From an optimization exercise on the open Yosys and OpenROAD flow, aimed at small area and a short achievable clock period; shortcuts taken in it are not production practice. The RTL was checked by simulation tests, not by an equivalence proof against the original design. No activity file was given, so power comes from the tool's default toggle rates.

==> flow/design.v, too long to show whole: its modules and the start of the top module <==
// module dsp_acc: 3844 lines
module dsp_acc (
    input  wire        clk,
    input  wire        rst_n,
    input  wire        in_valid,
    input  wire [3:0]  in_op,
    input  wire [1:0]  in_opc,
    input  wire        in_conj,
    input  wire        in_uf,
    input  wire        in_us,
    input  wire        in_pair,
    input  wire [1:0]  in_an,
    input  wire        in_w,
    input  wire [5:0]  in_s,
    input  wire        in_sat,
    input  wire [31:0] in_a,
    input  wire [31:0] in_b,
    output reg         out_valid,
    output reg  [31:0] out_data,
    output reg         out_n,
    output reg         out_z,
    output reg         out_v,
    output reg         out_sticky
);
  // ...
==> flow/flow/run.sh <==
#!/bin/bash
set -euo pipefail
R=orfs/results/sky130hd/dsp_acc/base
bash standard.sh synth > synth_flow.log 2>&1
cp $R/1_2_yosys.v $R/1_2_yosys_standard.v
python3 flow/fa_polarity.py $R/1_2_yosys_standard.v $R/1_2_yosys.v $FLOW_HOME/platforms/sky130hd/lib/sky130_fd_sc_hd__tt_025C_1v80.lib > fa_polarity.log 2>&1
rm -f $R/1_synth.odb $R/1_synth.sdc
bash standard.sh SETUP_SLACK_MARGIN=10 \
  "BUFFER_PORTS_ARGS=-buffer_cell sky130_fd_sc_hd__buf_2" \
  "CTS_ARGS=-sink_clustering_enable -repair_clock_nets -dont_use_dummy_load" \
  finish > standard_flow.log 2>&1
==> flow/flow/fa_polarity.py <==
#!/usr/bin/env python3
"""Re-polarise full adders in a Yosys netlist of sky130 cells.

A full adder is self-dual: FA(~a, ~b, ~c) = (~sum, ~cout).  Synthesis
leaves many inverters between full adders; this script removes the
inverters, chooses for every fa cell whether it works on the true or the
complemented values of its signals so that as few signals as possible
need an inverted copy, and inserts one inverter per signal that still
needs one.  The logic function of every other cell and register is kept.

usage: fa_polarity.py in.v out.v
"""
import re
import sys
import collections

OUT_PINS = {"X", "Y", "Q", "Q_N", "SUM", "COUT", "HI", "LO"}
INV_RE = re.compile(r"sky130_fd_sc_hd__(clk)?inv_\d+$")
FA_RE = re.compile(r"sky130_fd_sc_hd__fa_\d+$")
FA_IN = ("A", "B", "CIN")
# complementary cell pairs: a cell may be swapped for its complement,
# which inverts its output (output pin Y for the inverting cell, X for
# the other); SWAP maps type -> (new type, old out pin, new out pin, area change)
AREA = {}
SWAP = {}
INV_AREA = 3.7536
PAIRS = ["nand2 and2", "nor2 or2", "nand3 and3", "nor3 or3", "nand4 and4", "nor4 or4",
         "a21oi a21o", "o21ai o21a", "a22oi a22o", "o22ai o22a", "a211oi a211o",
         "o211ai o211a", "a31oi a31o", "o31ai o31a", "a221oi a221o", "o221ai o221a",
         "a2111oi a2111o", "o2111ai o2111a", "mux2i mux2", "a32oi a32o", "o32ai o32a",
         "a311oi a311o", "o311ai o311a", "a41oi a41o", "o41ai o41a", "nand2b and2b",
         "nor2b or2b", "a21boi a21bo", "o21bai o21ba", "nand3b and3b", "nor3b or3b",
         "a2bb2oi a2bb2o", "o2bb2ai o2bb2a", "inv buf", "clkinv clkbuf"]

def load_areas(lib):
    txt = open(lib).read()
    for m in re.finditer(r'cell \("?(sky130_fd_sc_hd__\w+)"?\)\s*\{.*?area : ([\d.]+)', txt, re.S):
        AREA[m.group(1)] = float(m.group(2))
    for d in ("1", "2", "4"):
        a = "sky130_fd_sc_hd__xor2_" + d
        b = "sky130_fd_sc_hd__xnor2_" + d
        SWAP[a] = (b, "X", "Y", 0.0)
        SWAP[b] = (a, "Y", "X", 0.0)
    for pr in PAIRS:
        inv, non = pr.split()
        for d in ("0", "1", "2", "4"):
            a = "sky130_fd_sc_hd__%s_%s" % (inv, d)
            b = "sky130_fd_sc_hd__%s_%s" % (non, d)
            if a in AREA and b in AREA:
                SWAP[a] = (b, "Y", "X", AREA[b] - AREA[a])
                SWAP[b] = (a, "X", "Y", AREA[a] - AREA[b])

def main(inp, outp, lib):
    load_areas(lib)
    text = open(inp).read()
    text = re.sub(r"^\s*\(\*.*?\*\)\s*\n", "", text, flags=re.M)
    inst_re = re.compile(r"^  (sky130_fd_sc_hd__\w+) (\S+)\s+\(\n(.*?)\n  \);\n", re.S | re.M)
    pin_re = re.compile(r"\.(\w+)\((\\\S+ |[^()\s]+)\)")
    insts = []
    first = None
    last = None
    for m in inst_re.finditer(text):
        if first is None:
            first = m.start()
        last = m.end()
        pins = collections.OrderedDict(pin_re.findall(m.group(3)))
        insts.append([m.group(1), m.group(2), pins])
    head = text[:first]
    tail = text[last:]
    body_between = inst_re.sub("", text[first:last])
    if body_between.strip():
        sys.exit("unexpected text between cells: %r" % body_between.strip()[:200])
    if tail.strip() != "endmodule":
        sys.exit("unexpected tail: %r" % tail.strip()[:200])

    outputs = set()
    for m in re.finditer(r"^\s*output\s+(\[(\d+):(\d+)\]\s+)?(\S+);", head, re.M):
        if m.group(1):
            hi, lo = int(m.group(2)), int(m.group(3))
            for i in range(min(hi, lo), max(hi, lo) + 1):
                outputs.add("%s[%d]" % (m.group(4), i))
        else:
            outputs.add(m.group(4))

    def norm(n):
        return n.strip()

    driver = {}
    for idx, (typ, name, pins) in enumerate(insts):
        for p, n in pins.items():
            if p in OUT_PINS:
                driver[norm(n)] = (idx, p)

    collapsible = set()
    for idx, (typ, name, pins) in enumerate(insts):
        if INV_RE.match(typ) and norm(pins["Y"]) not in outputs:
            collapsible.add(idx)

    rawname = {}
    for typ, name, pins in insts:
        for p, n in pins.items():
            rawname.setdefault(norm(n), n)

    def base(n):
        par = 0
        n = norm(n)
        seen = 0
        while n in driver and driver[n][0] in collapsible:
            n = norm(insts[driver[n][0]][2]["A"])
            par ^= 1
            seen += 1
            if seen > 1000:
                sys.exit("inverter loop")
        return n, par

    fa_idx = [i for i, c in enumerate(insts) if FA_RE.match(c[0])]
    is_fa = set(fa_idx)
    x = collections.defaultdict(int)          # flip per fa cell

    loads = collections.defaultdict(list)     # base -> [(cell, pin, par)]
    for idx, (typ, name, pins) in enumerate(insts):
        if idx in collapsible:
            continue
        for p, n in pins.items():
            if p in OUT_PINS:
                continue
            nn = norm(n)
            if re.match(r"^\d+'[bh][01]$", nn):
                continue
            b, par = base(nn)
            loads[b].append((idx, p, par))
    # output ports driven through collapsible inverters are not allowed (kept above)

    def phys(b):
        d = driver.get(b)
        if d and (d[0] in is_fa or d[0] in is_sw):
            return x[d[0]]
        return 0

    def need(idx, p, par):
        if idx in is_fa and p in FA_IN:
            return par ^ x[idx]
        return par

    def netcost(b):
        ph = phys(b)
        for (idx, p, par) in loads[b]:
            if need(idx, p, par) != ph:
                return INV_AREA
        return 0.0

    def varcost(f):
        if f in is_sw and x[f]:
            return SWAP[insts[f][0]][3]
        return 0.0

    # nets touched by each fa
    touch = {}
    for f in fa_idx:
        pins = insts[f][2]
        s = set()
        for p in FA_IN:
            nn = norm(pins[p])
            if not re.match(r"^\d+'[bh][01]$", nn):
                s.add(base(nn)[0])
        for p in ("SUM", "COUT"):
            if p in pins:
                s.add(norm(pins[p]))
        touch[f] = s

    sw_idx = [i for i, c in enumerate(insts) if c[0] in SWAP and i not in collapsible
              and norm(c[2][SWAP[c[0]][1]]) not in outputs]
    is_sw = set(sw_idx)
    for f in sw_idx:
        pins = insts[f][2]
        touch[f] = set([norm(pins[SWAP[insts[f][0]][1]])])
    allnets = set(loads.keys())
    before = sum(netcost(b) for b in allnets) / INV_AREA
    def fcost(f):
        return sum(netcost(b) for b in touch[f]) + varcost(f)
    # simulated annealing over the flip variables, then greedy descent
    import random, math
    rng = random.Random(1)
    var = fa_idx + sw_idx
    cur = before
    best = cur
    bestx = dict((f, x[f]) for f in var)
    steps = 1000 * len(var)
    for it in range(steps):
        temp = 0.6 * (1.0 - it / float(steps)) + 0.02
        f = var[rng.randrange(len(var))]
        c0 = fcost(f)
        x[f] ^= 1
        c1 = fcost(f)
        d = c1 - c0
        if d <= 0 or rng.random() < math.exp(-d / (temp * INV_AREA)):
            cur += d
            if cur < best:
                best = cur
                bestx = dict((g, x[g]) for g in var)
        else:
            x[f] ^= 1
    for f in var:
        x[f] = bestx[f]
    improved = True
    passes = 0
    while improved and passes < 50:
        improved = False
        passes += 1
        for f in var:
            c0 = fcost(f)
            x[f] ^= 1
            c1 = fcost(f)
            if c1 < c0 - 1e-9:
                improved = True
            else:
                x[f] ^= 1
    after = sum(netcost(b) for b in allnets) / INV_AREA
    swap_area = sum(varcost(f) for f in sw_idx)
    nflip = sum(1 for f in fa_idx + sw_idx if x[f])
    sys.stderr.write("fa_polarity: %d fa cells, %d cells flipped, inverters %d -> %d, swapped-cell area %+.1f\n"
                     % (len(fa_idx), nflip, len(collapsible), after, swap_area))

    # rewrite
    invnet = {}
    newwires = []
    newcells = []
    k = 0
    for b in sorted(allnets):
        if netcost(b):
            k += 1
            wn = "fapol_n%d" % k
            invnet[b] = wn
            newwires.append("  wire %s;\n" % wn)
            newcells.append("  sky130_fd_sc_hd__inv_1 fapol_i%d (\n    .A(%s),\n    .Y(%s)\n  );\n"
                            % (k, rawname.get(b, b), wn))
    out = []
    for idx, (typ, name, pins) in enumerate(insts):
        if idx in collapsible:
            continue
        lines = []
        for p, n in pins.items():
            nn = norm(n)
            if p not in OUT_PINS and not re.match(r"^\d+'[bh][01]$", nn):
                b, par = base(nn)
                if need(idx, p, par) == phys(b):
                    n = rawname.get(b, b)
                else:
                    n = invnet[b]
            lines.append("    .%s(%s)" % (p, n))
        if idx in is_sw and x[idx]:
            newtyp, oldp, newp, _ = SWAP[typ]
            lines = [l.replace("    .%s(" % oldp, "    .%s(" % newp) for l in lines]
            typ = newtyp
        out.append("  %s %s (\n%s\n  );\n" % (typ, name, ",\n".join(lines)))
    # head ends just before the first cell; insert new wires at its end
    text2 = head + "".join(newwires) + "".join(out) + "".join(newcells) + tail
    open(outp, "w").write(text2)

if __name__ == "__main__":
    main(sys.argv[1], sys.argv[2], sys.argv[3] if len(sys.argv) > 3 else "/OpenROAD-flow-scripts/flow/platforms/sky130hd/lib/sky130_fd_sc_hd__tt_025C_1v80.lib")
==> flow/standard.sh <==
#!/bin/bash
# synth_recipe.tcl (not shown) runs the flow's synth.tcl, then flattens the netlist and writes it again
# the make line also repeats each setting of config.mk as NAME=value (left out here)
make -C /OpenROAD-flow-scripts/flow DESIGN_CONFIG=/design/flow/config.mk WORK_HOME=/design/flow/orfs CLKGATE_MAP_FILE= SYNTH_SCRIPT=/design/flow/synth_recipe.tcl "${@:-finish}"
==> flow/config.mk <==
export PLATFORM = sky130hd
export DESIGN_NAME = dsp_acc
export DESIGN_NICKNAME = dsp_acc
export VERILOG_FILES = /design/flow/design.v
export SDC_FILE = /design/flow/constraint.sdc
export NUM_CORES = 4
export LEC_CHECK = 0
export ABC_AREA = 1
export CAP_MARGIN = 20
export CORE_MARGIN = 2
export CORE_UTILIZATION = 55
export SLEW_MARGIN = 20
==> flow/constraint.sdc <==
create_clock -name core_clock -period 14.0 [get_ports {clk}]
set_input_delay 2.8000 -clock core_clock [delete_from_list [all_inputs] [get_ports {clk}]]
set_output_delay 2.8000 -clock core_clock [all_outputs]
set_load 0.01 [all_outputs]
==> impl_metrics.env, run 1 <==
export IMPL_viasPerCell=6.36
export IMPL_seqCellArea_mm2=0.0142
export IMPL_hp_start="r1_rd"
export IMPL_syn_area_mm2=0.0600
export IMPL_nWellTaps=1414
export IMPL_met2_length_mm=99.5
export IMPL_non_clock_buffer_area_share_pct=4.47
export IMPL_max_slew_margin_rel_pct=20.8
export IMPL_design_seq_count=702
export IMPL_p_seq_share_pct=14.5
export IMPL_syn_area_per_cell_um2=8.11
export IMPL_rr_endpoint="r1_ce[14]"
export IMPL_min_period_over_period_pct=28.7
export IMPL_combinationalPower_w=0.0144
export IMPL_cp_buffers_inverters=2
export IMPL_place_inst=8585
export IMPL_peakVddDrop_mv=0.267
export IMPL_cts_resized_gates=219
export IMPL_area_growth_pct=10.5
export IMPL_fin_skew_ns=0.0775
export IMPL_holdPathEnd="r2_rd"
export IMPL_status="complete, no violations"
export IMPL_routed_wl_mm=244
export IMPL_p_int_w=0.00868
export IMPL_most_common_layout_cells="1275 x nand2_1, 651 x dfxtp_1, 610 x fa_1, 516 x o22ai_1, 515 x inv_1"
export IMPL_final_util_pct=61.0
export IMPL_hold_path_class="register to register"
export IMPL_initial_utilization_pct=55.2
export IMPL_syn_num_nets=8265
export IMPL_grt_pass1_vias=53874
export IMPL_cts_tree="built"
export IMPL_grt_max_degree=97
export IMPL_worst_r2r_startpoint="q_a[12]"
export IMPL_whs_path_depth=0
export IMPL_multi_input_cells=5625
export IMPL_cp_num_cells=9
export IMPL_worst_setup_path_type="register to register"
export IMPL_critPathCapture="r1_ce[14]"
export IMPL_portBuffers=123
export IMPL_final_cell_area_mm2=0.0663
==> run 2, diff against run 1 <==
--- a/flow/design.v
+++ b/flow/design.v
@@ -58,21 +58,41 @@
         end
     endfunction
     wire i_cm = (in_op == OP_CMAC);
     wire i_dm = (in_op == OP_DMAC);
     wire i_ld = (in_op == OP_LDA);
     wire i_mac = i_cm | i_dm;
     wire [16:0] i_bre = {in_b[15] & ~in_us, in_b[15:0]};
     wire [16:0] i_bim = {in_b[31] & ~in_us, in_b[31:16]};
-    wire [26:0] i_rr = booth(i_mac ? i_bre : {16'd0, i_ld}, in_opc[0] & ~i_ld);
-    wire [26:0] i_ii = booth(i_cm  ? i_bim : {i_ld, 16'd0}, i_ld | (in_opc[0] ^ ~in_conj));
-    wire [26:0] i_rx = booth(i_cm  ? i_bim : {16'd0, i_ld}, in_opc[0] & ~i_ld);
-    wire [26:0] i_ry = booth(i_cm  ? i_bre : i_dm ? i_bim : {i_ld, 16'd0},
-                             i_ld | (in_opc[0] ^ (in_conj & i_cm)));
+    wire [26:0] d_re = booth(i_bre, 1'b0);
+    wire [26:0] d_im = booth(i_bim, 1'b0);
+    wire       i_n  = in_opc[0];
+    wire [8:0] n_re   = d_re[26:18] ^ {9{i_n}};                  
+    wire [8:0] n_imcm = d_im[26:18] ^ {9{i_n ^ ~in_conj}};       
+    wire [8:0] n_im   = d_im[26:18] ^ {9{i_n}};                  
+    wire [8:0] n_recm = d_re[26:18] ^ {9{i_n ^ in_conj}};        
+    wire [8:0] n_m16  = 9'b011111111;                             
+    function [26:0] digsel;
+        input [26:0] re, im;
+        input use_re, use_im, use_1, use_m16;    
+        input [8:0] neg_re, neg_im;
+        reg [8:0] one, two, neg;
+        begin
+            one = ({9{use_re}} & re[8:0]) | ({9{use_im}} & im[8:0]) |
+                  {use_m16, 7'd0, use_1};
+            two = ({9{use_re}} & re[17:9]) | ({9{use_im}} & im[17:9]);
+            neg = ({9{use_re}} & neg_re) | ({9{use_im}} & neg_im) | ({9{use_m16}} & n_m16);
+            digsel = {neg, two, one};
+        end
+    endfunction
+    wire [26:0] i_rr = digsel(d_re, d_im, i_mac, 1'b0, i_ld, 1'b0, n_re, n_im);
+    wire [26:0] i_ii = digsel(d_re, d_im, 1'b0, i_cm, 1'b0, i_ld, n_re, n_imcm);
+    wire [26:0] i_rx = digsel(d_re, d_im, 1'b0, i_cm, i_ld, 1'b0, n_re, n_im);
+    wire [26:0] i_ry = digsel(d_re, d_im, i_cm, i_dm, 1'b0, i_ld, n_recm, n_im);
     always @(posedge clk) begin
         if (!rst_n)
             q_valid <= 1'b0;
         else
             q_valid <= in_valid;
         q_op   <= in_op;
         q_opc1 <= in_opc[1];
         q_pair <= in_pair;
==> impl_metrics.env, run 2 <==
export IMPL_cp_required_ns=14.59
export IMPL_path_cells="inv_1 -> xnor2_1 -> fa_1 -> fa_1 -> fa_1 -> fa_1 -> fa_1"
export IMPL_most_common_layout_cells="1280 x nand2_1, 637 x dfxtp_1, 608 x fa_1, 568 x nor2_1, 553 x inv_1"
export IMPL_place_congestion=1.02
export IMPL_portBuffers=123
export IMPL_num_fill_cells=9746
export IMPL_hold_path_class="register to register"
export IMPL_root_buffer="clkbuf_16"
export IMPL_use_met2_pct=61.5
export IMPL_io_pins=124
export IMPL_ctsHoldBuffers=0
export IMPL_p_comb_share_pct=66.4
export IMPL_slowest_stage="dfxtp_2"
export IMPL_syn_area_per_cell_um2=8.02
export IMPL_ys_warn_count=1
export IMPL_worst_ep_arrival_time_ns=4.59
export IMPL_dieArea_mm2=0.111
export IMPL_cp_common_cell="fa_1"
export IMPL_p_clk_share_pct=13.9
export IMPL_grt_max_degree=87
export IMPL_die_width_um=333
export IMPL_grtUsageMet3_pct=13.5
export IMPL_fin_nets=8327
export IMPL_cts_buffers=79
export IMPL_clk_latency_ns=0.71
export IMPL_peakVddDrop_mv=0.163
export IMPL_critical_path_top_delay_family="adder cells"
export IMPL_viasPerCell=6.37
export IMPL_cp_buffers_inverters=1
export IMPL_p_seq_share_pct=19.7
export IMPL_power_leakage_nw=30.9
export IMPL_antenna_found_initial=7
export IMPL_drt_iter0_drc=7831
export IMPL_instances_no_fill=8864
export IMPL_final_util_pct=61.7
export IMPL_fin_tns_setup_ns=0
export IMPL_power_density_mw_per_mm2=193
export IMPL_cp_max_fo=12
export IMPL_area_growth_pct=11.0
export IMPL_drc=0
export IMPL_status="complete, no violations"
export IMPL_clkSinkCount=701
export IMPL_max_stage_delay_ns=0.71
export IMPL_core_area_mm2=0.107
export IMPL_routedWlPerCell_um=27.5
export IMPL_busiest_layer="met2"
export IMPL_fmax_ghz=0.250
export IMPL_path_clk_slew_ns=0.06
export IMPL_cts_tree="built"
export IMPL_dp_hpwl_mm=181
export IMPL_drive_gt1_share_pct=11.6
export IMPL_met1_usage_pct=55.3
export IMPL_net_switching_power_w=0.00658
export IMPL_p_sw_share_pct=51.5
export IMPL_groute_usage_overall_pct=42.7
export IMPL_die_height_um=333
export IMPL_cts_max_level=3
export IMPL_place_inst=8591
export IMPL_fp_row_count=120
export IMPL_startpoint_type="register"
export IMPL_rsz0062_at_grt="true"
export IMPL_setup_viol=0
export IMPL_crit_path_end_kind="register"
export IMPL_finalHoldViolCount=0
export IMPL_overflow=0
export IMPL_cts_buffer_depth=3
export IMPL_routed_wl_mm=244
export IMPL_maxSlewViolCount=0
export IMPL_min_period_over_period_pct=28.6
export IMPL_syn_area_mm2=0.0596
export IMPL_grt_pass1_vias=54036
export IMPL_max_slew_margin_rel_pct=19.0
export IMPL_grt_pass1_wl_mm=352
export IMPL_period_needed_ns=4.00
export IMPL_syn_inst=7434
export IMPL_cap_violations=0
export IMPL_initial_utilization_pct=55.6
export IMPL_syn_num_nets=8301
export IMPL_final_common_cell="nand2_1"
export IMPL_worst_setup_path_type="register to register"
export IMPL_p_int_w=0.00621
export IMPL_fin_skew_ns=0.0992
export IMPL_vias=56451
export IMPL_first_pass_iters=6
export IMPL_worst_pin_slew_ns=1.21
export IMPL_drtAntennaViolNets=0
run 2: cell count changes in the layout (fill, tap and decap cells not counted), sizes merged, moves of 12 or more:
cell    previous run  this run
a21oi            212       234
a31oi             42        62
inv              549       589
nand2           1318      1298
nand3            309       279
nor2             534       595
nor4              52        35
o21ai            541       566
o21bai            19         7
xor2             325       300
run 2: per-stage QoR:
step                area, um2  power, W  hold slack (ns)  worst slack (ns)
finish                  66100    0.0128            0.317              10.0
global route            66100    0.0136            0.330              9.96
CTS                     64500    0.0122            0.321              9.98
detailed placement      60700    0.0101            0.314              8.15
floorplan               59600   0.00753            0.310             10.03
global placement        60700    0.0100            0.312              8.11
run 2: path summary, 6_finish.rpt:
kind	from	cells after the start	endpoint	slack [ns]
max	q_ii_neg[2]	7	r1_ce[22]	10.0
min	r1_ssat	0	r2_ssat	0.32
max reg2reg	q_ii_neg[2]	7	r1_ce[22]	10.0
min reg2reg	r1_ssat	0	r2_ssat	0.32
run 2: area by class of cell:
cell class              count  area [um2]  share of cell area, %
multi-input cells        5613       42200                   63.8
flip-flops and latches    701       14200                   21.4
repair buffers            388        3090                   4.67
inverters                 673        2950                   4.46
clock buffers              79        1980                   2.99
well taps                1403        1760                   2.65
repair inverters            4        30.0                 0.0454
diodes                      3        7.51                 0.0114
run 2: power groups by stage:
stage / clock network (W) / registers, W / logic [W]
final: 0.00178 / 0.00252 / 0.00849
after global routing: 0.00187 / 0.00254 / 0.00915
after CTS: 0.00180 / 0.00251 / 0.00787
after detailed placement: 0 / 0.00255 / 0.00753
after global placement: 0 / 0.00254 / 0.00750
after floorplan: 0 / 0.00248 / 0.00505
run 2: worst register-to-register path, stage by stage, from the launching register on:
cell and delay, ns:
dfxtp_2 0.71, inv_1 0.48, xnor2_1 0.30, fa_1 0.51, fa_1 0.50, fa_1 0.52, fa_1 0.46, fa_1 0.48
run 2: metal layers:
metal  wire length [um]  vias up
met4              19500        4
met1              93000    26783
li1                   -    24615
met2              99600     3986
met3              32000     1063
met5                 24        -
run 2: timing repair:
action / 4_1_cts / 5_1_grt
pin swaps: 12 / 23
buffers inserted: 85 / 98
gates cloned: 3 / 5
endpoints found under the hold margin: 0 / 0
resized for setup: 270 / 215
setup endpoints to repair: 354 / 135
==> run 3, diff against run 2 <==
--- a/flow/config.mk
+++ b/flow/config.mk
@@ -8,5 +8,5 @@
 export ABC_AREA = 1
 export CAP_MARGIN = 20
 export CORE_MARGIN = 2
-export CORE_UTILIZATION = 55
+export CORE_UTILIZATION = 60
 export SLEW_MARGIN = 20
==> impl_metrics.env, run 3 <==
export IMPL_cp_required_ns=14.57
export IMPL_fin_skew_ns=0.100
export IMPL_routedWlPerCell_um=27.7
export IMPL_area_growth_pct=11.0
export IMPL_peakVddDrop_mv=0.169
export IMPL_ctsHoldBuffers=0
export IMPL_cts_buffer_depth=3
export IMPL_drtAntennaViolNets=0
export IMPL_setup_slack_ns=9.94
export IMPL_fin_tns_setup_ns=0
export IMPL_viasPerCell=6.54
export IMPL_final_common_cell="nand2_1"
export IMPL_holdPathEnd="r2_sta"
export IMPL_drc=0
export IMPL_r2r_cells=9
export IMPL_hp_start="r1_sta"
export IMPL_clkSinkCount=701
export IMPL_groute_usage_overall_pct=46.5
export IMPL_die_width_um=319
export IMPL_die_height_um=319
export IMPL_cp_num_cells=9
export IMPL_whs_path_depth=0
export IMPL_startpoint_type="register"
export IMPL_power_density_mw_per_mm2=191
export IMPL_root_buffer="clkbuf_16"
export IMPL_worst_pin_slew_ns=1.21
export IMPL_fin_nets=8351
export IMPL_cp_common_cell="fa_1"
export IMPL_crit_path_end_kind="register"
export IMPL_max_stage_delay_ns=0.65
export IMPL_worst_ep_arrival_time_ns=4.64
export IMPL_fp_row_count=115
export IMPL_power_leakage_nw=30.9
export IMPL_slowest_stage="fa_1"
export IMPL_ys_warn_count=1
export IMPL_dp_hpwl_mm=179
export IMPL_path_clk_slew_ns=0.06
export IMPL_grt_max_degree=87
export IMPL_cts_max_level=3
export IMPL_critical_path_top_delay_family="adder cells"
export IMPL_status="complete, no violations"
export IMPL_grt_pass1_wl_mm=353
export IMPL_portBuffers=123
export IMPL_syn_num_nets=8301
export IMPL_min_period_over_period_pct=29.0
export IMPL_drive_gt1_share_pct=12.1
export IMPL_setup_viol=0
export IMPL_cts_buffers=80
export IMPL_period_needed_ns=4.06
export IMPL_max_slew_margin_rel_pct=19.0
export IMPL_place_congestion=1.06
export IMPL_cp_buffers_inverters=2
export IMPL_cts_tree="built"
export IMPL_vias=57388
export IMPL_finalHoldViolCount=0
export IMPL_cp_max_fo=32
export IMPL_drt_iter0_drc=8706
export IMPL_routed_wl_mm=243
export IMPL_core_area_mm2=0.0984
export IMPL_hold_path_class="register to register"
export IMPL_worst_setup_path_type="register to register"
export IMPL_dieArea_mm2=0.102
export IMPL_regToRegSetupSlack_ns=9.94
export IMPL_place_area_mm2=0.0606
export IMPL_overflow=0
export IMPL_p_total_w=0.0126
export IMPL_antenna_found_initial=14
export IMPL_clk_latency_ns=0.70
export IMPL_dpl_worst_slack_ns=8.44
export IMPL_syn_inst=7434
export IMPL_cap_violations=0
export IMPL_grt_pass1_vias=55335
export IMPL_cp_startpoint="q_a[21]"
export IMPL_io_pins=124
export IMPL_worst_r2r_startpoint="q_a[21]"
export IMPL_maxSlewViolCount=0
export IMPL_syn_area_per_cell_um2=8.02
export IMPL_final_util_pct=67.2
export IMPL_path_cells="inv_2 -> buf_4 -> o22ai_1 -> xor2_1 -> fa_1 -> fa_1 -> fa_1 -> fa_1 -> fa_1"
export IMPL_first_pass_iters=10
export IMPL_rsz0062_at_grt="true"
export IMPL_rr_endpoint="r1_ce[20]"
export IMPL_syn_area_mm2=0.0596
export IMPL_initial_utilization_pct=60.6
export IMPL_fmax_ghz=0.246
export IMPL_final_cell_area_mm2=0.0662
export IMPL_most_common_layout_cells="1280 x nand2_1, 640 x dfxtp_1, 607 x fa_1, 568 x nor2_1, 541 x inv_1"
-- run 3: how the worst max path moves through the flow --
stage,to,slack [ns]
floorplan,q_ry_neg[0],10.03
global placement,k_top[0],8.48
detailed placement,e_hi[2],8.44
CTS,r2_vmac,9.94
global route,acc0[46],9.87
finish,r1_ce[20],9.94
-- run 3: cell type report --
cell class / instances / area [um2]
multi-input combinational: 5613 / 42100
tap: 1287 / 1610
timing repair inverter: 5 / 35.0
clock buffer: 80 / 2000
fill: 8347 / 32300
inverter: 673 / 2960
timing repair buffer: 410 / 3240
antenna: 4 / 10.0
sequential: 701 / 14200
-- run 3: power by group --
group | total [W] | internal [W] | switching (W) | leakage, nW
clock | 0.00179 | 0.000996 | 0.000796 | 0.986
combinational | 0.00832 | 0.00279 | 0.00553 | 24.1
sequential | 0.00252 | 0.00230 | 0.000216 | 5.79
-- run 3: through the flow --
stage                     cells  hold WS (ns)
after floorplan            7434         0.310
after global placement     8481         0.312
after detailed placement   8481         0.313
after CTS                  8655         0.326
after global routing       8770         0.331
final                      8773         0.325
-- run 3: routing by layer --
metal	track usage (%)	part of all wire, %	up-vias
li1	-	-	24659
met1	58.4	36	26906
met2	67.1	41	4498
met3	18.1	15	1299
met4	29.0	8.4	26
met5	0.0946	0.12	-
-- run 3: what timing repair did --
action,CTS,global route
buffers inserted,90,112
cloned,4,2
endpoints found under the setup margin,353,175
pin swaps,6,35
resized for setup,257,244
==> run 4, diff against run 3 <==
--- a/flow/flow/run.sh
+++ b/flow/flow/run.sh
@@ -5,7 +5,7 @@
 cp $R/1_2_yosys.v $R/1_2_yosys_standard.v
 python3 flow/fa_polarity.py $R/1_2_yosys_standard.v $R/1_2_yosys.v $FLOW_HOME/platforms/sky130hd/lib/sky130_fd_sc_hd__tt_025C_1v80.lib > fa_polarity.log 2>&1
 rm -f $R/1_synth.odb $R/1_synth.sdc
-bash standard.sh SETUP_SLACK_MARGIN=10 \
+bash standard.sh SETUP_SLACK_MARGIN=10.1 \
   "BUFFER_PORTS_ARGS=-buffer_cell sky130_fd_sc_hd__buf_2" \
   "CTS_ARGS=-sink_clustering_enable -repair_clock_nets -dont_use_dummy_load" \
   finish > standard_flow.log 2>&1
--- a/flow/config.mk
+++ b/flow/config.mk
@@ -8,5 +8,5 @@
 export ABC_AREA = 1
 export CAP_MARGIN = 20
 export CORE_MARGIN = 2
-export CORE_UTILIZATION = 60
+export CORE_UTILIZATION = 55
 export SLEW_MARGIN = 20
==> impl_metrics.env, run 4 <==
export IMPL_critical_path_top_delay_family="adder cells"
export IMPL_place_congestion=1.07
export IMPL_dp_hpwl_mm=185
export IMPL_die_height_um=333
export IMPL_power_leakage_nw=31.0
export IMPL_cap_violations=0
export IMPL_grt_pass1_wl_mm=362
export IMPL_max_stage_delay_ns=0.54
export IMPL_status="complete, no violations"
export IMPL_drive_gt1_share_pct=13.1
export IMPL_period_needed_ns=4.01
export IMPL_area_growth_pct=12.1
export IMPL_drc=0
export IMPL_maxSlewViolCount=0
export IMPL_finalHoldViolCount=0
export IMPL_drtAntennaViolNets=0
export IMPL_place_area_mm2=0.0608
export IMPL_dieArea_mm2=0.111
export IMPL_p_int_w=0.00620
export IMPL_cp_buffers_inverters=3
export IMPL_syn_area_per_cell_um2=8.02
export IMPL_max_slew_margin_rel_pct=19.5
export IMPL_fp_row_count=120
export IMPL_net_switching_power_w=0.00671
export IMPL_die_width_um=333
export IMPL_groute_usage_overall_pct=44.0
export IMPL_r2r_cells=10
export IMPL_ys_warn_count=1
export IMPL_cp_common_cell="fa_1"
export IMPL_setup_slack_ns=9.99
export IMPL_root_buffer="clkbuf_16"
export IMPL_routed_wl_mm=252
export IMPL_cp_max_fo=13
export IMPL_grt_pass1_vias=55389
export IMPL_antenna_found_initial=12
export IMPL_portBuffers=123
export IMPL_cp_num_cells=10
export IMPL_cts_buffer_depth=3
export IMPL_syn_area_mm2=0.0596
export IMPL_hold_path_class="register to register"
export IMPL_worst_ep_arrival_time_ns=4.53
export IMPL_rsz0062_at_grt="true"
export IMPL_viasPerCell=6.44
export IMPL_setup_viol=0
export IMPL_startpoint_type="register"
export IMPL_syn_num_nets=8301
export IMPL_p_comb_share_pct=67.0
export IMPL_final_common_cell="nand2_1"
export IMPL_crit_path_end_kind="register"
export IMPL_path_clk_slew_ns=0.06
export IMPL_seqCellArea_mm2=0.0142
export IMPL_cp_required_ns=14.51
export IMPL_core_area_mm2=0.107
export IMPL_grt_max_degree=88
export IMPL_cts_buffers=77
export IMPL_syn_inst=7434
export IMPL_initial_utilization_pct=55.6
export IMPL_fin_tns_setup_ns=0
export IMPL_clk_latency_ns=0.69
export IMPL_fin_skew_ns=0.0854
export IMPL_vias=57357
export IMPL_slowest_stage="fa_1"
export IMPL_multiInputGateArea_mm2=0.0423
export IMPL_path_cells="clkinvlp_4 -> buf_12 -> buf_4 -> o22ai_1 -> xnor2_1 -> fa_1 -> fa_2 -> fa_1 -> fa_2 -> fa_1"
export IMPL_regToRegSetupSlack_ns=9.99
export IMPL_peakVddDrop_mv=0.194
export IMPL_most_common_layout_cells="1278 x nand2_1, 623 x dfxtp_1, 582 x fa_1, 559 x nor2_1, 549 x inv_1"
export IMPL_io_pins=124
export IMPL_first_pass_iters=10
export IMPL_dpl_worst_slack_ns=8.37
export IMPL_whs_path_depth=0
export IMPL_p_sw_share_pct=52.0
export IMPL_drt_iter0_drc=8360
export IMPL_min_period_over_period_pct=28.7
export IMPL_p_seq_share_pct=19.5
export IMPL_final_cell_area_mm2=0.0668
export IMPL_routedWlPerCell_um=28.2
export IMPL_hold_ws_ns=0.329
export IMPL_worst_setup_path_type="register to register"
export IMPL_cts_tree="built"
export IMPL_num_fill_cells=9698
export IMPL_worst_pin_slew_ns=1.20
export IMPL_overflow=0
export IMPL_p_clk_share_pct=13.6
export IMPL_fmax_ghz=0.249
export IMPL_power_density_mw_per_mm2=193
export IMPL_clkSinkCount=701
export IMPL_cts_max_level=3
export IMPL_fin_nets=8370
## run 4: cell count changes in the layout (fill, tap and decap cells not counted), sizes merged
cell,before,now
clkinvlp,77,82
buf,408,425
bufbuf,1,0
clkinv,32,23
clkbuf,81,86
inv,569,571
## run 4: layout make-up
class	count	area share [%]
flip-flops and latches	701	21.2
well taps	1403	2.63
inverters	673	4.37
diodes	4	0.0150
multi-input cells	5613	63.3
repair buffers	434	5.50
repair inverters	3	0.0318
clock buffers	77	2.88
## run 4: path summary, 6_finish.rpt
| check | start | endpoint |
|---|---|---|
| worst max-delay path | q_a[9] | r1_co[16] |
| worst min-delay path | r1_mac | r2_mac |
| worst max register to register | q_a[9] | r1_co[16] |
| worst min register to register | r1_mac | r2_mac |
## run 4: layer usage
layer	track usage [%]	vias to the layer above	wire, um
met5	0.521	-	141
met4	27.1	12	20100
met3	15.8	1162	35300
met2	63.0	4272	101000
met1	56.5	27194	94600
li1	-	24717	-
## run 4: per-stage QoR
step / utilization, % / power, W / std cells
6_report: 62.3 / 0.0129 / 8908
5_1_grt: 62.3 / 0.0136 / 8904
4_1_cts: 60.7 / 0.0122 / 8827
3_5_place_dp: 56.7 / 0.0102 / 8603
3_3_place_gp: 56.7 / 0.0101 / 8603
2_1_floorplan: - / 0.00753 / 7434
## run 4: what timing repair did
| action | 4_1_cts | 5_1_grt |
|---|---|---|
| endpoints found under the setup margin | 338 | 228 |
| pin swaps | 29 | 60 |
| cloned | 2 | 11 |
| buffers inserted | 145 | 66 |
| gates resized for setup | 324 | 274 |
| hold buffers | 0 | 0 |
## run 4: power groups by stage
stage | sequential (W) | clock [W] | combinational (W)
2_1_floorplan | 0.00248 | 0 | 0.00505
3_3_place_gp | 0.00253 | 0 | 0.00761
3_5_place_dp | 0.00254 | 0 | 0.00761
4_1_cts | 0.00250 | 0.00177 | 0.00791
5_1_grt | 0.00254 | 0.00184 | 0.00925
6_report | 0.00252 | 0.00175 | 0.00864

==> afterwards: timing with drivers on the ports <==
Ports are ideal in the flow. The routed layouts listed here were re-timed in OpenROAD.
Step 1 sets driving cells, clkbuf_16 on the clock port and buf_2 on the other inputs (assumed; they add their load-dependent delay and slew).
Step 2 adds t to the input delays and takes it off the output delays; t is the mean of the earliest and latest rising clock arrival at the registers after step 1. Input paths then give back, and output paths get back, about the clock's delay inside the block.
Three values: ideal, step 1, step 2; two values: the first two.
run | shift t [ns] | setup WS [ns] | latest minus earliest clock arrival (ns) | worst register clock-pin slew, ns | cell pins on the clock port's net
run 1 | 0.730 | 9.978 / 9.978 / 9.253 | 0.086 / 0.086 | 0.07 / 0.07 | 1
run 2 | 0.754 | 9.999 / 9.949 / 9.360 | 0.099 / 0.099 | 0.06 / 0.06 | 1
run 3 | 0.724 | 9.936 / 9.936 / 9.359 | 0.100 / 0.100 | 0.06 / 0.06 | 1
run 4 | 0.732 | 9.988 / 9.986 / 9.487 | 0.086 / 0.086 | 0.06 / 0.06 | 1
After both steps setup and hold are still met in every run listed. For run 1, which loses most, drivers alone change the setup slack by 0.000 ns; drivers and shift together by -0.725 ns.
